This design comes from an exercise in tuning for small area and a short achievable clock period on the open sky130 flow, not from production work.
Only simulation tests tie the RTL to the original design; equivalence was not proved.
No driver is modelled on the clock port, so clocking that relies on it looks cheaper here than on a real chip.

Setup of v46:
// fp8_dot_acc
module fp8_dot_acc (
    input  wire         clk,
    input  wire         rst,           
    input  wire         in_valid,
    input  wire         in_fmt_a,      
    input  wire         in_fmt_b,
    input  wire         in_accumulate,
    input  wire [127:0] in_a,
    input  wire [127:0] in_b,
    output reg          out_valid,
    output reg  [31:0]  out_acc,
    output reg          out_nan_in,
    output reg          out_acc_inf
);
==> flow/config.mk <==
export PLATFORM = sky130hd
export DESIGN_NAME = fp8_dot_acc
export DESIGN_NICKNAME = fp8_dot_acc
export VERILOG_FILES = /design/flow/design.v
export SDC_FILE = /design/flow/constraint.sdc
export NUM_CORES = 4
export LEC_CHECK = 0
export ABC_AREA = 1
export CAP_MARGIN = 20
export CORE_MARGIN = 2
export CORE_UTILIZATION = 55
export CTS_CLUSTER_DIAMETER = 120
export CTS_CLUSTER_SIZE = 24
export SETUP_SLACK_MARGIN = 5
export SLEW_MARGIN = 20
==> flow/constraint.sdc <==
create_clock -name core_clock -period 150.0 [get_ports {clk}]
set_input_delay 30.0000 -clock core_clock [delete_from_list [all_inputs] [get_ports {clk}]]
set_output_delay 30.0000 -clock core_clock [all_outputs]
set_load 0.01 [all_outputs]
standard.sh (not shown) runs the stock make flow with config.mk's settings and CLKGATE_MAP_FILE= SYNTH_SCRIPT=/design/flow/synth_recipe.tcl, a recipe that flattens the netlist after the stock synthesis.
==> flow/flow/run.sh <==
#!/bin/bash
# Own layout flow. It is the standard layout (standard.sh) with these
# changes to how the layout is made; the clock period and constraints are
# the standard flow's:
#  1. Synthesis: the standard synthesis script with Yosys's "synth -noabc",
#     so that the early ABC pass of synth's fine step does not restructure
#     the adders before extract_fa; otherwise ABC's XNOR/inverted-majority
#     choices leave an inverter on most full-adder pins. The standard
#     synthesis is run too, and its register instance names are given to
#     this netlist's registers (fixregs.py; the registers, their count and
#     cell types are the same). If they do not pair up, the standard netlist
#     is used.
#  2. The port buffers are sky130_fd_sc_hd__buf_2 cells (buffer_ports' own
#     choice is a slow clkdlybuf4s50 delay cell).
# Logs: flow_*.log here, and ORFS's own logs under orfs/logs.
set -euo pipefail
W=$PWD
F=$W/flow
MARGIN=${MARGIN:-5}
RES=$W/orfs/results/$FLOW_PLATFORM/fp8_dot_acc/base
export BUFFER_PORTS_ARGS="-buffer_cell sky130_fd_sc_hd__buf_2"

# standard.sh with this flow's setup slack margin
sed -e "s/SETUP_SLACK_MARGIN=[0-9.]*//" \
    -e "s/\"\${@:-finish}\"/SETUP_SLACK_MARGIN=$MARGIN \"\${@:-finish}\"/" \
    standard.sh > flow_standard.sh

# 1. the standard synthesis (reference register names)
bash flow_standard.sh synth > flow_synth_standard.log 2>&1
cp "$RES/1_2_yosys.v" flow_standard_netlist.v

# the same synthesis without the early ABC pass, in its own work folder
sed -e 's/yosys synth -nofsm -noshare /yosys synth -nofsm -noshare -noabc /' synth_recipe.tcl > flow_synth_noabc.tcl
grep -q -- '-noabc' flow_synth_noabc.tcl
sed -e "s#WORK_HOME=[^ ]*#WORK_HOME=$W/orfs_noabc#" \
    -e "s#SYNTH_SCRIPT=[^ ]*#SYNTH_SCRIPT=$W/flow_synth_noabc.tcl#" \
    -e '/^if \[\[/,$d' flow_standard.sh > flow_noabc.sh
NOABC=$W/orfs_noabc/results/$FLOW_PLATFORM/fp8_dot_acc/base/1_2_yosys.v
if bash flow_noabc.sh synth > flow_synth_noabc.log 2>&1 &&
   python3 "$F/fixregs.py" flow_standard_netlist.v "$NOABC" flow_noabc_netlist.v > flow_fixregs.log 2>&1; then
    cp flow_noabc_netlist.v "$RES/1_2_yosys.v"
    echo "using the -noabc netlist" >> flow_fixregs.log
else
    echo "using the standard netlist" >> flow_fixregs.log
fi

# 2. the rest of the standard flow (1_synth.odb is rebuilt from 1_2_yosys.v)
bash flow_standard.sh > flow_layout.log 2>&1
Other scripts of this flow, unchanged in this note and not shown: flow/flow/fixregs.py
In summary, v46 completed successfully, with a layout that passed the timing, DRC and antenna checks.
The following lists how v11 was set up differently from v46:
- PLACE_DENSITY now 0.72, previously not set
- CORE_UTILIZATION now 65, was 55
diff --git a/flow/flow/run.sh b/flow/flow/run.sh
--- a/flow/flow/run.sh
+++ b/flow/flow/run.sh
@@ -13 +13 @@
-#  2. The port buffers are sky130_fd_sc_hd__buf_2 cells (buffer_ports' own
+#  2. The port buffers are sky130_fd_sc_hd__buf_1 cells (buffer_ports' own
@@ -15 +14,0 @@
-# Logs: flow_*.log here, and ORFS's own logs under orfs/logs.
@@ -21 +20 @@
-export BUFFER_PORTS_ARGS="-buffer_cell sky130_fd_sc_hd__buf_2"
+export BUFFER_PORTS_ARGS="-buffer_cell sky130_fd_sc_hd__buf_1"
@@ -47 +46,9 @@
-# 2. the rest of the standard flow (1_synth.odb is rebuilt from 1_2_yosys.v)
+# 2. the standard flow up to CTS (1_synth.odb is rebuilt from 1_2_yosys.v)
+bash flow_standard.sh cts > flow_layout_cts.log 2>&1
+
+# 3. the clock port drives the first tree level directly
+CTS_DB=$RES/4_1_cts.odb CLOCK_PORT=clk openroad -no_init -exit "$F/unroot.tcl" > flow_unroot.log 2>&1
+cp "$RES/4_1_cts.odb" "$RES/4_cts.odb"
+touch "$RES/4_cts.sdc"
+
+# 4. the rest of the standard flow
==> flow/flow/unroot.tcl (new file) <==
set db_file $::env(CTS_DB)
read_db $db_file
set block [ord::get_db_block]
set port_net [$block findNet $::env(CLOCK_PORT)]
set loads [$port_net getITerms]
if {[llength $loads] != 1} {
  puts "unroot: clock port has [llength $loads] loads, nothing done"
  exit 0
}
set root [[lindex $loads 0] getInst]
set master [[$root getMaster] getName]
if {![string match "sky130_fd_sc_hd__clkbuf_*" $master]} {
  puts "unroot: root is $master, nothing done"
  exit 0
}
set out_net ""
foreach it [$root getITerms] {
  if {[$it isOutputSignal]} { set out_net [$it getNet] }
}
set sinks {}
foreach it [$out_net getITerms] {
  if {[$it getInst] != $root} { lappend sinks $it }
}
if {[llength $sinks] > 4 || [llength [$out_net getBTerms]] > 0} {
  puts "unroot: root drives [llength $sinks] pins, nothing done"
  exit 0
}
puts "unroot: removing [$root getName] ($master), port drives [llength $sinks] pins"
foreach it $sinks {
  $it disconnect
  $it connect $port_net
}
odb::dbInst_destroy $root
odb::dbNet_destroy $out_net
write_db $db_file
==> results.txt <==
| number of signal-net buffers in the layout | v11 vs v46 | 5.5% lower |. Summary: total vias in the final route, v11 worse than v46. Number of detailed-routing iterations run before antenna repair on v11 is up relative to v46. The utilization after layout of v11 exceeds that of v46 by 9.7 points. Lower smallest setup slack after layout among v46 and v11: v46. Lower last weighted congestion value of the routability-driven placer goes to v46 over v11. Final wirelength in v11 is about 3.4% lower than in v46. Status: share of the clock period used by the worst path after layout parity (v11, v46). The design area of v11 falls short of that of v46 by 1.1%.
> inputs changed (v11 -> v1)
diff --git a/flow/flow/run.sh b/flow/flow/run.sh
--- a/flow/flow/run.sh
+++ b/flow/flow/run.sh
@@ -8 +8,3 @@
-#     choices leave an inverter on most full-adder pins. The standard
+#     choices leave an inverter on most full-adder pins. The final ABC
+#     mapping uses abc_area.script here (area-oriented mapping, map -a,
+#     with structural choices) in place of ORFS's abc_area.script. The standard
@@ -32 +34,3 @@
-sed -e 's/yosys synth -nofsm -noshare /yosys synth -nofsm -noshare -noabc /' synth_recipe.tcl > flow_synth_noabc.tcl
+sed -e 's/yosys synth -nofsm -noshare /yosys synth -nofsm -noshare -noabc /' \
+    -e "1a proc abc {args} { set i [lsearch \$args -script]; if {\$i >= 0} { lset args [expr {\$i + 1}] $F/abc_area.script }; yosys abc {*}\$args }" \
+    synth_recipe.tcl > flow_synth_noabc.tcl
==> flow/flow/abc_area.script (new file) <==
strash
dch -f
map -a
strash
dch -f
map -a
topo
stime -c
buffer -c
upsize -c
dnsize -c
Notes after the runs:
Compare v1 and v11 | detailed-routing iteration count for the pre-antenna-repair pass lower: v1
Comparing v11 with v1, the hold slack came out essentially unchanged.
On filler cell count: v1 sits below v11.
Compare v1 and v11 | core utilization lower: v11
Setup changes, v1 to v44
==> flow/flow/abc_area.script <==
strash
dch -f
map -a
strash
dch -f
map -a
topo
stime -c
dnsize -c
Notes after the runs:
The critical path capture point comes out out_acc[26] in one run and sum1[45] in the other, namely in v1 and v44 respectively.
v44 vs. v1: count of clock-buffer cells in the layout essentially unchanged; area of the multi-input gates fell 420 µm²; design area now sits lower.


fp8_dot_acc, a different RTL version from the one above (not shown whole).
Size: about 9200 cells after synthesis, about 300 I/O pins, roughly 74000 sq um of cells after synthesis.
export LEC_CHECK = 0
export CAP_MARGIN = 20
export CORE_MARGIN = 2
export CORE_UTILIZATION = 40
export SETUP_SLACK_MARGIN = 5
export SLEW_MARGIN = 20
create_clock -name core_clock -period 150.0 [get_ports {clk}]
run.sh (not shown) runs the stock make flow with config.mk's settings and CLKGATE_MAP_FILE= SYNTH_SCRIPT=/design/flow/synth_recipe.tcl, a recipe that flattens the netlist after the stock synthesis.
Stock flow here: none of the scripts above is used.
The starting point completed with no timing, DRC or antenna violations.
Then changed:
==> flow/flow/run.sh (new file) <==
#!/bin/bash
# Layout flow: the standard layout (standard.sh, the standard synthesis
# unchanged), with two changes to how the layout is made:
#  - the port buffers are sky130_fd_sc_hd__buf_2 cells (buffer_ports'
#    own choice is a slow delay cell);
#  - timing repair aims at a setup slack of $MARGIN ns, so that it sizes
#    the cells on the paths from the inputs and to the outputs.
# The clock period and the constraints are the standard flow's. Every tool's output
# goes to the ORFS logs under orfs/logs and to flow_make.log here.
set -euo pipefail
MARGIN=${MARGIN:-119}
export BUFFER_PORTS_ARGS="-buffer_cell sky130_fd_sc_hd__buf_2"
sed -e "s/SETUP_SLACK_MARGIN=[0-9.]*//" \
    -e "s/\"\${@:-finish}\"/SETUP_SLACK_MARGIN=$MARGIN \"\${@:-finish}\"/" \
    standard.sh > flow_standard.sh
bash flow_standard.sh > flow_make.log 2>&1
==> flow/standard.sh (new file) <==
#!/bin/bash
# synth_recipe.tcl (not shown) runs the flow's synth.tcl, then flattens the netlist and writes it again
# the make line also repeats each setting of config.mk as NAME=value (left out here)
make -C /OpenROAD-flow-scripts/flow DESIGN_CONFIG=/design/flow/config.mk WORK_HOME=/design/flow/orfs CLKGATE_MAP_FILE= SYNTH_SCRIPT=/design/flow/synth_recipe.tcl "${@:-finish}"
removed: flow/run.sh
After rerunning: First-iteration DRC count increases by 0.66%. Routed wire length shrinks by about 7%. Count of clock-buffer cells in the layout climbs by 5.


Setup of nickel:
fp8_dot_acc again, from the RTL that the note above started with.
export LEC_CHECK = 0
export ABC_AREA = 1
export CAP_MARGIN = 20
export CORE_MARGIN = 2
export CORE_UTILIZATION = 55
export SETUP_SLACK_MARGIN = 5
export SLEW_MARGIN = 20
create_clock -name core_clock -period 150.0 [get_ports {clk}]
standard.sh (not shown) runs the stock make flow with config.mk's settings and CLKGATE_MAP_FILE= SYNTH_SCRIPT=/design/flow/synth_recipe.tcl, a recipe that flattens the netlist after the stock synthesis.
==> flow/flow/run.sh <==
#!/bin/bash
# Own layout flow. It is the standard layout (standard.sh) with these
# changes to how the layout is made; the clock period and constraints are
# the standard flow's:
#  1. Synthesis: the standard synthesis script with Yosys's "synth -noabc",
#     so that the early ABC pass of synth's fine step does not restructure
#     the adders before extract_fa; otherwise ABC's XNOR/inverted-majority
#     choices leave an inverter on most full-adder pins. The standard
#     synthesis is run too, and its register instance names are given to
#     this netlist's registers (fixregs.py; the registers, their count and
#     cell types are the same). If they do not pair up, the standard netlist
#     is used.
#  2. The port buffers are sky130_fd_sc_hd__buf_2 cells (buffer_ports' own
#     choice is a slow clkdlybuf4s50 delay cell).
# Logs: flow_*.log here, and ORFS's own logs under orfs/logs.
set -euo pipefail
W=$PWD
F=$W/flow
MARGIN=${MARGIN:-5}
RES=$W/orfs/results/$FLOW_PLATFORM/fp8_dot_acc/base
export BUFFER_PORTS_ARGS="-buffer_cell sky130_fd_sc_hd__buf_2"

# standard.sh with this flow's setup slack margin
sed -e "s/SETUP_SLACK_MARGIN=[0-9.]*//" \
    -e "s/\"\${@:-finish}\"/SETUP_SLACK_MARGIN=$MARGIN \"\${@:-finish}\"/" \
    standard.sh > flow_standard.sh

# 1. the standard synthesis (reference register names)
bash flow_standard.sh synth > flow_synth_standard.log 2>&1
cp "$RES/1_2_yosys.v" flow_standard_netlist.v

# the same synthesis without the early ABC pass, in its own work folder
sed -e 's/yosys synth -nofsm -noshare /yosys synth -nofsm -noshare -noabc /' synth_recipe.tcl > flow_synth_noabc.tcl
grep -q -- '-noabc' flow_synth_noabc.tcl
sed -e "s#WORK_HOME=[^ ]*#WORK_HOME=$W/orfs_noabc#" \
    -e "s#SYNTH_SCRIPT=[^ ]*#SYNTH_SCRIPT=$W/flow_synth_noabc.tcl#" \
    -e '/^if \[\[/,$d' flow_standard.sh > flow_noabc.sh
NOABC=$W/orfs_noabc/results/$FLOW_PLATFORM/fp8_dot_acc/base/1_2_yosys.v
if bash flow_noabc.sh synth > flow_synth_noabc.log 2>&1 &&
   python3 "$F/fixregs.py" flow_standard_netlist.v "$NOABC" flow_noabc_netlist.v > flow_fixregs.log 2>&1; then
    cp flow_noabc_netlist.v "$RES/1_2_yosys.v"
    echo "using the -noabc netlist" >> flow_fixregs.log
else
    echo "using the standard netlist" >> flow_fixregs.log
fi

# 2. the rest of the standard flow (1_synth.odb is rebuilt from 1_2_yosys.v)
bash flow_standard.sh > flow_layout.log 2>&1
Other scripts of this flow, unchanged in this note and not shown: flow/flow/fixregs.py
Having completed the whole flow, nickel delivered a layout that passed the timing, DRC and antenna checks.
Setup changes, nickel to xenon
# nickel
export LEC_CHECK = 0
export ABC_AREA = 1
export CAP_MARGIN = 20
export CORE_MARGIN = 2
export CORE_UTILIZATION = 55
export SETUP_SLACK_MARGIN = 5
export SLEW_MARGIN = 20
create_clock -name core_clock -period 150.0 [get_ports {clk}]
# xenon
export LEC_CHECK = 0
export CAP_MARGIN = 20
export CORE_MARGIN = 2
export CORE_UTILIZATION = 40
export SETUP_SLACK_MARGIN = 5
export SLEW_MARGIN = 20
create_clock -name core_clock -period 150.0 [get_ports {clk}]
Notes after the runs:
Worst hold slack on xenon is ahead of nickel. What nickel reported for routed wire length has to be multiplied by 1.05 to get the figure for xenon. xenon against nickel; final routed wire length divided by cell count is up by more than 10%. Cell count (higher): nickel. xenon vs nickel — placed cell count dropped 967. Measured against each other, xenon and nickel differ in final-layout clock buffer total, the lower figure coming from xenon. xenon vs nickel on core utilization: xenon is the lower one. Layout filler cell count up 49% in xenon wrt nickel. Of the two values seen for end of the critical path, out_acc[23] was produced by nickel and out_acc[27] by xenon. Setup slack after placement in xenon is 11 ps below nickel.
Input-level comparison between indigo and xenon:
# xenon
export LEC_CHECK = 0
export CAP_MARGIN = 20
export CORE_MARGIN = 2
export CORE_UTILIZATION = 40
export SETUP_SLACK_MARGIN = 5
export SLEW_MARGIN = 20
create_clock -name core_clock -period 150.0 [get_ports {clk}]
# indigo
export LEC_CHECK = 0
export ABC_AREA = 1
export CAP_MARGIN = 20
export CORE_MARGIN = 2
export CORE_UTILIZATION = 55
export CTS_CLUSTER_DIAMETER = 150
export CTS_CLUSTER_SIZE = 30
export SETUP_SLACK_MARGIN = 5
export SLEW_MARGIN = 20
create_clock -name core_clock -period 150.0 [get_ports {clk}]
- Depth of the most critical reg-to-reg path is lower on xenon
- The clock slew at the register clock pins of the worst setup and hold paths in indigo sits 50 ps above the value recorded for xenon.
- indigo ended with every stage complete and zero timing, DRC or antenna violations.
- [compare] base=xenon new=indigo: share of the final layout cell area in multi-input gates has decreased; largest net degree at the start of global routing has increased.

[separate check: timing with driven ports]
The results above use ideal ports. As a check the final layouts listed here were re-extracted and re-timed, cells and wires unchanged.
Step 1 assumes that a clkbuf_16 drives the clock port and a buf_2 every other input.
Step 2 adds t to the input delays and takes it off the output delays; t is the mean of the earliest and latest rising clock arrival at the registers after step 1. Input paths then give back, and output paths get back, about the clock's delay inside the block.
Slacks: ideal / step 1 / step 2; pairs: ideal / step 1.
run | t, ns | setup slack, ns | worst data-port slew with drivers (ns)
v46 | 0.691 | 118.836 / 118.752 / 119.443 | 0.05
v11 | 0.572 | 118.958 / 118.859 / 119.430 | 0.04
v1 | 0.568 | 118.971 / 118.864 / 119.432 | 0.05
v44 | 0.612 | 117.183 / 117.183 / 117.183 | 0.07
the first run of note 2 | 0.746 | 118.394 / 118.305 / 119.051 | 0.05
the second run of note 2 | 0.746 | 118.889 / 118.795 / 119.540 | 0.04
nickel | 0.704 | 118.885 / 118.808 / 119.512 | 0.05
xenon | 0.719 | 118.835 / 118.753 / 119.472 | 0.04
indigo | 0.700 | 118.841 / 118.763 / 119.463 | 0.05
After both steps setup and hold are still met in every run listed.
